What follows belongs to an exercise in optimizing a design on an open flow for small area, a short achievable clock period and few clock cycles per item; a production flow would make more cautious choices.
The RTL was checked by simulation tests, not by an equivalence proof against the original design.

## run 1
## pol_charge_unit
module pol_charge_unit (
    input  wire         clk,
    input  wire         rst,           
    input  wire         in_valid,
    output wire         in_ready,
    input  wire [114:0] in_cfg,        
    input  wire [39:0]  in_tc,         
    input  wire [39:0]  in_tp,         
    input  wire [51:0]  in_last,       
    input  wire [15:0]  in_bytes,      
    input  wire [63:0]  in_ts,         
    output wire         out_valid,
    input  wire         out_ready,
    output wire [1:0]   out_colour,    
    output wire         out_drop,      
    output wire [39:0]  out_tc,
    output wire [39:0]  out_tp,
    output wire [51:0]  out_last
);
Size in the first run: about 470 I/O pins.
==> flow/config.mk <==
export PLATFORM = sky130hd
export DESIGN_NAME = pol_charge_unit
export DESIGN_NICKNAME = pol_charge_unit
export VERILOG_FILES = /design/flow/design.v
export SDC_FILE = /design/flow/constraint.sdc
export NUM_CORES = 4
export LEC_CHECK = 0
export ABC_CLOCK_PERIOD_IN_PS = 4000
export CAP_MARGIN = 20
export CORE_MARGIN = 2
export CORE_UTILIZATION = 70
export PLACE_DENSITY = 0.8
export SETUP_SLACK_MARGIN = 5
export SLEW_MARGIN = 20
export TNS_END_PERCENT = 0
==> flow/constraint.sdc <==
create_clock -name core_clock -period 11.0 [get_ports {clk}]
set_input_delay 2.2000 -clock core_clock [delete_from_list [all_inputs] [get_ports {clk}]]
set_output_delay 2.2000 -clock core_clock [all_outputs]
set_load 0.01 [all_outputs]
standard.sh (not shown) runs the stock make flow with config.mk's settings and CLKGATE_MAP_FILE= SYNTH_SCRIPT=/design/flow/synth_recipe.tcl, a recipe that flattens the netlist after the stock synthesis.
==> flow/flow/run.sh <==
#!/bin/bash
# The standard layout, with three changes:
#  - port buffers are plain buffer cells (buf_1) instead of the delay cell
#    that buffer_ports picks by default;
#  - the clock tree uses smaller clock buffers and no dummy loads;
#  - after the standard synthesis, flow/polar.py flips full adders (and swaps a gate for its complement where that serves) whose
#    inputs or outputs go through inverters (FA(~a,~b,~c) = (~s,~co)), which
#    removes inverter pairs the adder extraction leaves; registers and their
#    names are untouched.
set -euo pipefail
export BUFFER_PORTS_ARGS="-buffer_cell sky130_fd_sc_hd__buf_1"
export CTS_ARGS="-sink_clustering_enable -repair_clock_nets -dont_use_dummy_load -buf_list {sky130_fd_sc_hd__clkbuf_4 sky130_fd_sc_hd__clkbuf_8}"
bash standard.sh synth > synth.log 2>&1
R=orfs/results/sky130hd/pol_charge_unit/base
cp "$R/1_2_yosys.v" polar_in.v
python3 flow/polar.py polar_in.v polar_out.v > polar.log 2>&1
cp polar_out.v "$R/1_2_yosys.v"
rm -f "$R/1_synth.odb" "$R/1_synth.sdc"
bash standard.sh > standard.log 2>&1
==> flow/flow/polar.py <==
#!/usr/bin/env python3
"""Flip full adders to cancel inverters: FA(~a,~b,~c) = (~s,~co).
usage: polar.py in.v out.v   (flat gate-level netlist from yosys write_verilog -noattr)"""
import re, sys, collections
INV='sky130_fd_sc_hd__inv_1'
P='sky130_fd_sc_hd__'
SWAP={}
for a,b in [('and2_1','nand2_1'),('or2_1','nor2_1'),('xor2_1','xnor2_1'),('and3_1','nand3_1'),
            ('or3_1','nor3_1'),('a21o_1','a21oi_1'),('o21a_1','o21ai_1'),('a22o_1','a22oi_1'),
            ('o22a_1','o22ai_1'),('a31o_1','a31oi_1'),('and4_1','nand4_1'),('or4_1','nor4_1')]:
    SWAP[P+a]=(P+b,'X','Y'); SWAP[P+b]=(P+a,'Y','X')
AREA={}
_lib=open('/OpenROAD-flow-scripts/flow/platforms/sky130hd/lib/sky130_fd_sc_hd__tt_025C_1v80.lib').read()
for _m in re.finditer(r'cell\s*\(\s*"?(sky130_fd_sc_hd__\w+)"?\s*\)',_lib):
    _a=re.compile(r'area\s*:\s*([\d.]+)').search(_lib,_m.start()); AREA[_m.group(1)]=float(_a.group(1))
AINV=AREA[INV]
FA_T=('sky130_fd_sc_hd__fa_1','sky130_fd_sc_hd__fa_2','sky130_fd_sc_hd__fa_4')
OUTP={'X','Y','Q','SUM','COUT','HI','LO','Q_N'}
src=open(sys.argv[1]).read()
m=re.search(r'(module\s+\w+\s*\(.*?\);)(.*)(endmodule)', src, re.S)
head, body = m.group(1), m.group(2)
# split body into statements
stmts=[s.strip() for s in body.split(';') if s.strip()]
decls=[]; cells={}; order=[]; assigns=[]
cre=re.compile(r'^(sky130_fd_sc_hd__\w+)\s+(\S+)\s*\((.*)\)$', re.S)
for s in stmts:
    mm=cre.match(s)
    if mm:
        typ,name,conn=mm.groups()
        pins=dict((a,b.strip()) for a,b in re.findall(r'\.(\w+)\(([^()]*)\)', conn))
        cells[name]=[typ,pins]; order.append(name)
    elif s.startswith('assign'):
        assigns.append(s)
    else:
        decls.append(s)
ports=set()
for d in decls:
    if d.startswith('output') or d.startswith('input'):
        for nm in re.findall(r'([\w\\\[\]\.$]+)\s*$', d): ports.add(nm)
portnets=set()
for d in decls:
    if d.startswith('output'):
        w=re.match(r'output\s*(\[(\d+):(\d+)\])?\s*(\S+)', d)
        if w.group(1):
            hi,lo=int(w.group(2)),int(w.group(3))
            for i in range(min(hi,lo),max(hi,lo)+1): portnets.add('%s[%d]'%(w.group(4),i))
        else: portnets.add(w.group(4))
anets=set()
for a in assigns:
    for t in re.findall(r'[\w\\$.]+(?:\[\d+\])?', a): anets.add(t)
def build():
    drv={}; loads=collections.defaultdict(list)
    for n,(t,p) in cells.items():
        for pin,net in p.items():
            if pin in OUTP: drv[net]=(n,pin)
            else: loads[net].append((n,pin))
    return drv,loads
newid=[0]
def newnet():
    newid[0]+=1; nm='_polar_n%d_'%newid[0]; decls.append('wire '+nm); return nm
def newinv(a):
    newid[0]+=1; y=newnet(); nm='_polar_i%d_'%newid[0]; cells[nm]=[INV,{'A':a,'Y':y}]; order.append(nm); return y
def fixed(net): return net in portnets or net in anets
def incost(n,drv,loads):
    """area to make ~n available for one load, and how"""
    d=drv.get(n)
    if d and cells[d[0]][0]==INV:
        return (-AINV if (len(loads[n])==1 and not fixed(n)) else 0.0), 'inv'
    if d and cells[d[0]][0] in SWAP and len(loads[n])==1 and not fixed(n):
        t=cells[d[0]][0]; nt=SWAP[t][0]
        return AREA[nt]-AREA[t], 'swap'
    return AINV, 'add'
def gain(f,drv,loads):
    t,p=cells[f]; g=0.0
    for pin in ('A','B','CIN'):
        g-=incost(p[pin],drv,loads)[0]
    for pin in ('SUM','COUT'):
        n=p[pin]; L=loads[n]
        inv=[l for l in L if cells[l[0]][0]==INV and not fixed(cells[l[0]][1]['Y'])]
        non=[l for l in L if l not in inv]
        g+=AINV*len(inv)
        if non or fixed(n): g-=AINV
    return g
def flip(f,drv,loads):
    t,p=cells[f]
    for pin in ('A','B','CIN'):
        n=p[pin]; c,how=incost(n,drv,loads); d=drv.get(n)
        if how=='inv':
            p[pin]=cells[d[0]][1]['A']
            if len(loads[n])==1 and not fixed(n): del cells[d[0]]
        elif how=='swap':
            g=d[0]; gt,gp=cells[g]; nt,op,np_=SWAP[gt]
            net=gp.pop(op); gp[np_]=net; cells[g][0]=nt
        else:
            p[pin]=newinv(n)
    for pin in ('SUM','COUT'):
        n=p[pin]; L=loads[n]
        inv=[l for l in L if cells[l[0]][0]==INV and not fixed(cells[l[0]][1]['Y'])]
        non=[l for l in L if l not in inv]
        # new physical output net carries ~logical
        phys=newnet(); p[pin]=phys
        for (ci,cp) in inv:
            y=cells[ci][1]['Y']
            for (lj,lp) in loads[y]:
                if lj in cells: cells[lj][1][lp]=phys
            del cells[ci]
        if non or fixed(n):
            # rebuild the logical net n from phys via an inverter driving n
            newid[0]+=1; nm='_polar_i%d_'%newid[0]; cells[nm]=[INV,{'A':phys,'Y':n}]; order.append(nm)
ninv0=sum(1 for c in cells.values() if c[0]==INV); area0=sum(AREA.get(c[0],0) for c in cells.values())
for it in range(100):
    drv,loads=build()
    best=[(gain(f,drv,loads),f) for f,(t,p) in cells.items() if t in FA_T]
    best=[b for b in best if b[0]>0.01]
    if not best: break
    best.sort(reverse=True)
    done=set(); cnt=0
    for g,f in best:
        # avoid flipping neighbours in the same round
        t,p=cells[f]
        nb=set(p.values())
        if nb & done: continue
        drv,loads=build()
        if gain(f,drv,loads)<=0.01: continue
        flip(f,drv,loads); cnt+=1
        done |= set(cells[f][1].values()) | nb
    if cnt==0: break
ninv1=sum(1 for c in cells.values() if c[0]==INV)
area1=sum(AREA.get(c[0],0) for c in cells.values())
sys.stderr.write('inverters %d -> %d, cell area %.0f -> %.0f\n'%(ninv0,ninv1,area0,area1))
out=[head]
def esc(x): return x+' ' if x.startswith('\\') else x
for d in decls: out.append('  '+d+' ;')
for n in order:
    if n in cells:
        t,p=cells[n]
        out.append('  %s %s (%s);'%(t,esc(n),', '.join('.%s(%s)'%(k,esc(v)) for k,v in p.items())))
for a in assigns: out.append('  '+a+' ;')
out.append('endmodule')
open(sys.argv[2],'w').write('\n'.join(out)+'\n')
Run 1 closes out successfully: all stages finished, all timing, DRC and antenna checks passed.
Testbench counts of run 1, summed over its fixed seeds: cycles 1,606, items 1,536.
Here is what was changed in the inputs of run 2 compared with run 1.
--- a/flow/flow/run.sh
+++ b/flow/flow/run.sh
@@ -4,5 +4,5 @@
 #    that buffer_ports picks by default;
 #  - the clock tree uses smaller clock buffers and no dummy loads;
-#  - after the standard synthesis, flow/polar.py flips full adders (and swaps a gate for its complement where that serves) whose
+#  - after the standard synthesis, flow/polar.py flips full adders whose
 #    inputs or outputs go through inverters (FA(~a,~b,~c) = (~s,~co)), which
 #    removes inverter pairs the adder extraction leaves; registers and their
--- a/flow/flow/polar.py
+++ b/flow/flow/polar.py
@@ -4,15 +4,4 @@
 import re, sys, collections
 INV='sky130_fd_sc_hd__inv_1'
-P='sky130_fd_sc_hd__'
-SWAP={}
-for a,b in [('and2_1','nand2_1'),('or2_1','nor2_1'),('xor2_1','xnor2_1'),('and3_1','nand3_1'),
-            ('or3_1','nor3_1'),('a21o_1','a21oi_1'),('o21a_1','o21ai_1'),('a22o_1','a22oi_1'),
-            ('o22a_1','o22ai_1'),('a31o_1','a31oi_1'),('and4_1','nand4_1'),('or4_1','nor4_1')]:
-    SWAP[P+a]=(P+b,'X','Y'); SWAP[P+b]=(P+a,'Y','X')
-AREA={}
-_lib=open('/OpenROAD-flow-scripts/flow/platforms/sky130hd/lib/sky130_fd_sc_hd__tt_025C_1v80.lib').read()
-for _m in re.finditer(r'cell\s*\(\s*"?(sky130_fd_sc_hd__\w+)"?\s*\)',_lib):
-    _a=re.compile(r'area\s*:\s*([\d.]+)').search(_lib,_m.start()); AREA[_m.group(1)]=float(_a.group(1))
-AINV=AREA[INV]
 FA_T=('sky130_fd_sc_hd__fa_1','sky130_fd_sc_hd__fa_2','sky130_fd_sc_hd__fa_4')
 OUTP={'X','Y','Q','SUM','COUT','HI','LO','Q_N'}
@@ -62,34 +51,26 @@
     newid[0]+=1; y=newnet(); nm='_polar_i%d_'%newid[0]; cells[nm]=[INV,{'A':a,'Y':y}]; order.append(nm); return y
 def fixed(net): return net in portnets or net in anets
-def incost(n,drv,loads):
-    """area to make ~n available for one load, and how"""
-    d=drv.get(n)
-    if d and cells[d[0]][0]==INV:
-        return (-AINV if (len(loads[n])==1 and not fixed(n)) else 0.0), 'inv'
-    if d and cells[d[0]][0] in SWAP and len(loads[n])==1 and not fixed(n):
-        t=cells[d[0]][0]; nt=SWAP[t][0]
-        return AREA[nt]-AREA[t], 'swap'
-    return AINV, 'add'
 def gain(f,drv,loads):
-    t,p=cells[f]; g=0.0
+    t,p=cells[f]; g=0
     for pin in ('A','B','CIN'):
-        g-=incost(p[pin],drv,loads)[0]
+        n=p[pin]
+        d=drv.get(n)
+        if d and cells[d[0]][0]==INV:
+            if len(loads[n])==1 and not fixed(n): g+=1
+        else: g-=1
     for pin in ('SUM','COUT'):
         n=p[pin]; L=loads[n]
         inv=[l for l in L if cells[l[0]][0]==INV and not fixed(cells[l[0]][1]['Y'])]
         non=[l for l in L if l not in inv]
-        g+=AINV*len(inv)
-        if non or fixed(n): g-=AINV
+        g+=len(inv)
+        if non or fixed(n): g-=1
     return g
 def flip(f,drv,loads):
     t,p=cells[f]
     for pin in ('A','B','CIN'):
-        n=p[pin]; c,how=incost(n,drv,loads); d=drv.get(n)
-        if how=='inv':
+        n=p[pin]; d=drv.get(n)
+        if d and cells[d[0]][0]==INV:
             p[pin]=cells[d[0]][1]['A']
             if len(loads[n])==1 and not fixed(n): del cells[d[0]]
-        elif how=='swap':
-            g=d[0]; gt,gp=cells[g]; nt,op,np_=SWAP[gt]
-            net=gp.pop(op); gp[np_]=net; cells[g][0]=nt
         else:
             p[pin]=newinv(n)
@@ -108,9 +89,9 @@
             # rebuild the logical net n from phys via an inverter driving n
             newid[0]+=1; nm='_polar_i%d_'%newid[0]; cells[nm]=[INV,{'A':phys,'Y':n}]; order.append(nm)
-ninv0=sum(1 for c in cells.values() if c[0]==INV); area0=sum(AREA.get(c[0],0) for c in cells.values())
-for it in range(100):
+ninv0=sum(1 for c in cells.values() if c[0]==INV)
+for it in range(50):
     drv,loads=build()
     best=[(gain(f,drv,loads),f) for f,(t,p) in cells.items() if t in FA_T]
-    best=[b for b in best if b[0]>0.01]
+    best=[b for b in best if b[0]>0]
     if not best: break
     best.sort(reverse=True)
@@ -122,11 +103,10 @@
         if nb & done: continue
         drv,loads=build()
-        if gain(f,drv,loads)<=0.01: continue
+        if gain(f,drv,loads)<=0: continue
         flip(f,drv,loads); cnt+=1
         done |= set(cells[f][1].values()) | nb
     if cnt==0: break
 ninv1=sum(1 for c in cells.values() if c[0]==INV)
-area1=sum(AREA.get(c[0],0) for c in cells.values())
-sys.stderr.write('inverters %d -> %d, cell area %.0f -> %.0f\n'%(ninv0,ninv1,area0,area1))
+sys.stderr.write('inverters %d -> %d\n'%(ninv0,ninv1))
 out=[head]
 def esc(x): return x+' ' if x.startswith('\\') else x
Notes after the runs:
- NOTE worst reg-to-reg path cell count run 1->run 2 decreased by a little under 10%
- Sort run 2 and run 1 by net count of the mapped netlist, ascending, and run 2 comes first.
- Between run 1 and run 2, the flow reports synthesized cell count decreasing by a few percent.
- Both conditions hold for run 2: the flow ran to the end and the final layout passed the timing, DRC and antenna checks.
- Run 1 went all the way through the flow, and no timing, DRC or antenna check failed.
Edits applied to the flow inputs when going from run 2 to run 3:
- ABC_CLOCK_PERIOD_IN_PS: 4000 -> 3000
--- a/flow/flow/run.sh
+++ b/flow/flow/run.sh
@@ -4,5 +4,5 @@
 #    that buffer_ports picks by default;
 #  - the clock tree uses smaller clock buffers and no dummy loads;
-#  - after the standard synthesis, flow/polar.py flips full adders whose
+#  - after the standard synthesis, flow/polar.py flips full adders (and swaps a gate for its complement where that serves) whose
 #    inputs or outputs go through inverters (FA(~a,~b,~c) = (~s,~co)), which
 #    removes inverter pairs the adder extraction leaves; registers and their
--- a/flow/flow/polar.py
+++ b/flow/flow/polar.py
@@ -4,4 +4,15 @@
 import re, sys, collections
 INV='sky130_fd_sc_hd__inv_1'
+P='sky130_fd_sc_hd__'
+SWAP={}
+for a,b in [('and2_1','nand2_1'),('or2_1','nor2_1'),('xor2_1','xnor2_1'),('and3_1','nand3_1'),
+            ('or3_1','nor3_1'),('a21o_1','a21oi_1'),('o21a_1','o21ai_1'),('a22o_1','a22oi_1'),
+            ('o22a_1','o22ai_1'),('a31o_1','a31oi_1'),('and4_1','nand4_1'),('or4_1','nor4_1')]:
+    SWAP[P+a]=(P+b,'X','Y'); SWAP[P+b]=(P+a,'Y','X')
+AREA={}
+_lib=open('/OpenROAD-flow-scripts/flow/platforms/sky130hd/lib/sky130_fd_sc_hd__tt_025C_1v80.lib').read()
+for _m in re.finditer(r'cell\s*\(\s*"?(sky130_fd_sc_hd__\w+)"?\s*\)',_lib):
+    _a=re.compile(r'area\s*:\s*([\d.]+)').search(_lib,_m.start()); AREA[_m.group(1)]=float(_a.group(1))
+AINV=AREA[INV]
 FA_T=('sky130_fd_sc_hd__fa_1','sky130_fd_sc_hd__fa_2','sky130_fd_sc_hd__fa_4')
 OUTP={'X','Y','Q','SUM','COUT','HI','LO','Q_N'}
@@ -51,26 +62,34 @@
     newid[0]+=1; y=newnet(); nm='_polar_i%d_'%newid[0]; cells[nm]=[INV,{'A':a,'Y':y}]; order.append(nm); return y
 def fixed(net): return net in portnets or net in anets
+def incost(n,drv,loads):
+    """area to make ~n available for one load, and how"""
+    d=drv.get(n)
+    if d and cells[d[0]][0]==INV:
+        return (-AINV if (len(loads[n])==1 and not fixed(n)) else 0.0), 'inv'
+    if d and cells[d[0]][0] in SWAP and len(loads[n])==1 and not fixed(n):
+        t=cells[d[0]][0]; nt=SWAP[t][0]
+        return AREA[nt]-AREA[t], 'swap'
+    return AINV, 'add'
 def gain(f,drv,loads):
-    t,p=cells[f]; g=0
+    t,p=cells[f]; g=0.0
     for pin in ('A','B','CIN'):
-        n=p[pin]
-        d=drv.get(n)
-        if d and cells[d[0]][0]==INV:
-            if len(loads[n])==1 and not fixed(n): g+=1
-        else: g-=1
+        g-=incost(p[pin],drv,loads)[0]
     for pin in ('SUM','COUT'):
         n=p[pin]; L=loads[n]
         inv=[l for l in L if cells[l[0]][0]==INV and not fixed(cells[l[0]][1]['Y'])]
         non=[l for l in L if l not in inv]
-        g+=len(inv)
-        if non or fixed(n): g-=1
+        g+=AINV*len(inv)
+        if non or fixed(n): g-=AINV
     return g
 def flip(f,drv,loads):
     t,p=cells[f]
     for pin in ('A','B','CIN'):
-        n=p[pin]; d=drv.get(n)
-        if d and cells[d[0]][0]==INV:
+        n=p[pin]; c,how=incost(n,drv,loads); d=drv.get(n)
+        if how=='inv':
             p[pin]=cells[d[0]][1]['A']
             if len(loads[n])==1 and not fixed(n): del cells[d[0]]
+        elif how=='swap':
+            g=d[0]; gt,gp=cells[g]; nt,op,np_=SWAP[gt]
+            net=gp.pop(op); gp[np_]=net; cells[g][0]=nt
         else:
             p[pin]=newinv(n)
@@ -89,9 +108,9 @@
             # rebuild the logical net n from phys via an inverter driving n
             newid[0]+=1; nm='_polar_i%d_'%newid[0]; cells[nm]=[INV,{'A':phys,'Y':n}]; order.append(nm)
-ninv0=sum(1 for c in cells.values() if c[0]==INV)
-for it in range(50):
+ninv0=sum(1 for c in cells.values() if c[0]==INV); area0=sum(AREA.get(c[0],0) for c in cells.values())
+for it in range(100):
     drv,loads=build()
     best=[(gain(f,drv,loads),f) for f,(t,p) in cells.items() if t in FA_T]
-    best=[b for b in best if b[0]>0]
+    best=[b for b in best if b[0]>0.01]
     if not best: break
     best.sort(reverse=True)
@@ -103,10 +122,11 @@
         if nb & done: continue
         drv,loads=build()
-        if gain(f,drv,loads)<=0: continue
+        if gain(f,drv,loads)<=0.01: continue
         flip(f,drv,loads); cnt+=1
         done |= set(cells[f][1].values()) | nb
     if cnt==0: break
 ninv1=sum(1 for c in cells.values() if c[0]==INV)
-sys.stderr.write('inverters %d -> %d\n'%(ninv0,ninv1))
+area1=sum(AREA.get(c[0],0) for c in cells.values())
+sys.stderr.write('inverters %d -> %d, cell area %.0f -> %.0f\n'%(ninv0,ninv1,area0,area1))
 out=[head]
 def esc(x): return x+' ' if x.startswith('\\') else x
### Flow results
- Compared with run 2, run 3 shows a wire length that is 1.9% higher.
- The cell count of run 3 exceeds that of run 2 by about 2.8%.
- Compared with run 2, run 3 shows a lower measured slew at the worst slew-check pin.
- Final critical delay including setup and external delays for run 3: 0.049 ns down relative to run 2
- Most common cell after layout, fill and taps aside = sky130_fd_sc_hd__buf_1: run 2; most common cell after layout, fill and taps aside = sky130_fd_sc_hd__nand2_1: run 3
- Taking run 2 as the reference, in run 3 count of final setup violators closely matched the old numbers, worst setup slack +0.049 ns.
- Run 3 vs run 2: clock buffer count up by a few percent
- Run 3 -> run 2: area of all placed cells without fillers flat
What run 4 does differently from run 3 at the input level:
- changing PLACE_DENSITY from 0.8 to 0.88
- changing ABC_CLOCK_PERIOD_IN_PS from 3000 to 4000
- changing CORE_UTILIZATION from 70 to 80
==> comparison <==
- In run 4 the clock-buffer cell count turned out 4 lower than in run 3.
- Run 4 reports a lower final cell count than run 3 does.
- Compared with run 3, run 4 degrades final critical path time including I/O delays and setup.
diff inputs: run 4 => run 5
- a change of PLACE_DENSITY from 0.88 to 0.7
- a change of CORE_UTILIZATION from 80 to 60
Total wire length after detailed routing shrinks by a little under 10% when moving from run 4 to run 5. Going from run 4 to run 5, well-tap cell count grows by about 37%. Compared with run 4, run 5 shows a number of inserted diodes that is 2 lower. Min number of placement rows across run 5 and run 4: run 4. Looking at setup slack after layout across run 5 and run 4, the one that comes out lower is run 4. Run 5 vs run 4, number of stages on the worst setup path went down by 3. Between run 5 and run 4, HPWL after detailed placement is lower for run 5, run 4 comes in above that. Going from run 4 to run 5, clock insertion delay at the later pin of the skew report saw a decrease, post-route cell area saw an increase, first-pass GRT wire length saw a decrease.

## what the ideal ports hide
How much do the figures lean on ideal ports? The routed layouts below were timed once more, with nothing changed but the port constraints. Step 1 sets driving cells, clkbuf_16 on the clock port and buf_2 on the other inputs (assumed; they add their load-dependent delay and slew). Step 2, shift: input delay + t, output delay - t, t = (earliest + latest rising clock arrival at the registers) / 2. This alone moves slack from input paths to output paths. Slacks: ideal ports / drivers / drivers and shift; pairs: ideal ports / drivers.
| run | t, ns | slack for setup (ns) | pins driven straight from the clock port |
|---|---|---|---|
| run 1 | 0.734 | 3.781 / 3.738 / 3.256 | 1 |
| run 2 | 0.743 | 3.733 / 3.682 / 3.148 | 1 |
| run 3 | 0.734 | 3.781 / 3.738 / 3.256 | 1 |
| run 4 | 0.756 | 3.688 / 3.631 / 3.218 | 1 |
| run 5 | 0.732 | 3.707 / 3.657 / 3.289 | 1 |
After both steps every run listed still meets setup and hold. For run 2, which loses most, drivers alone change the setup slack by -0.051 ns; drivers and shift together by -0.585 ns.
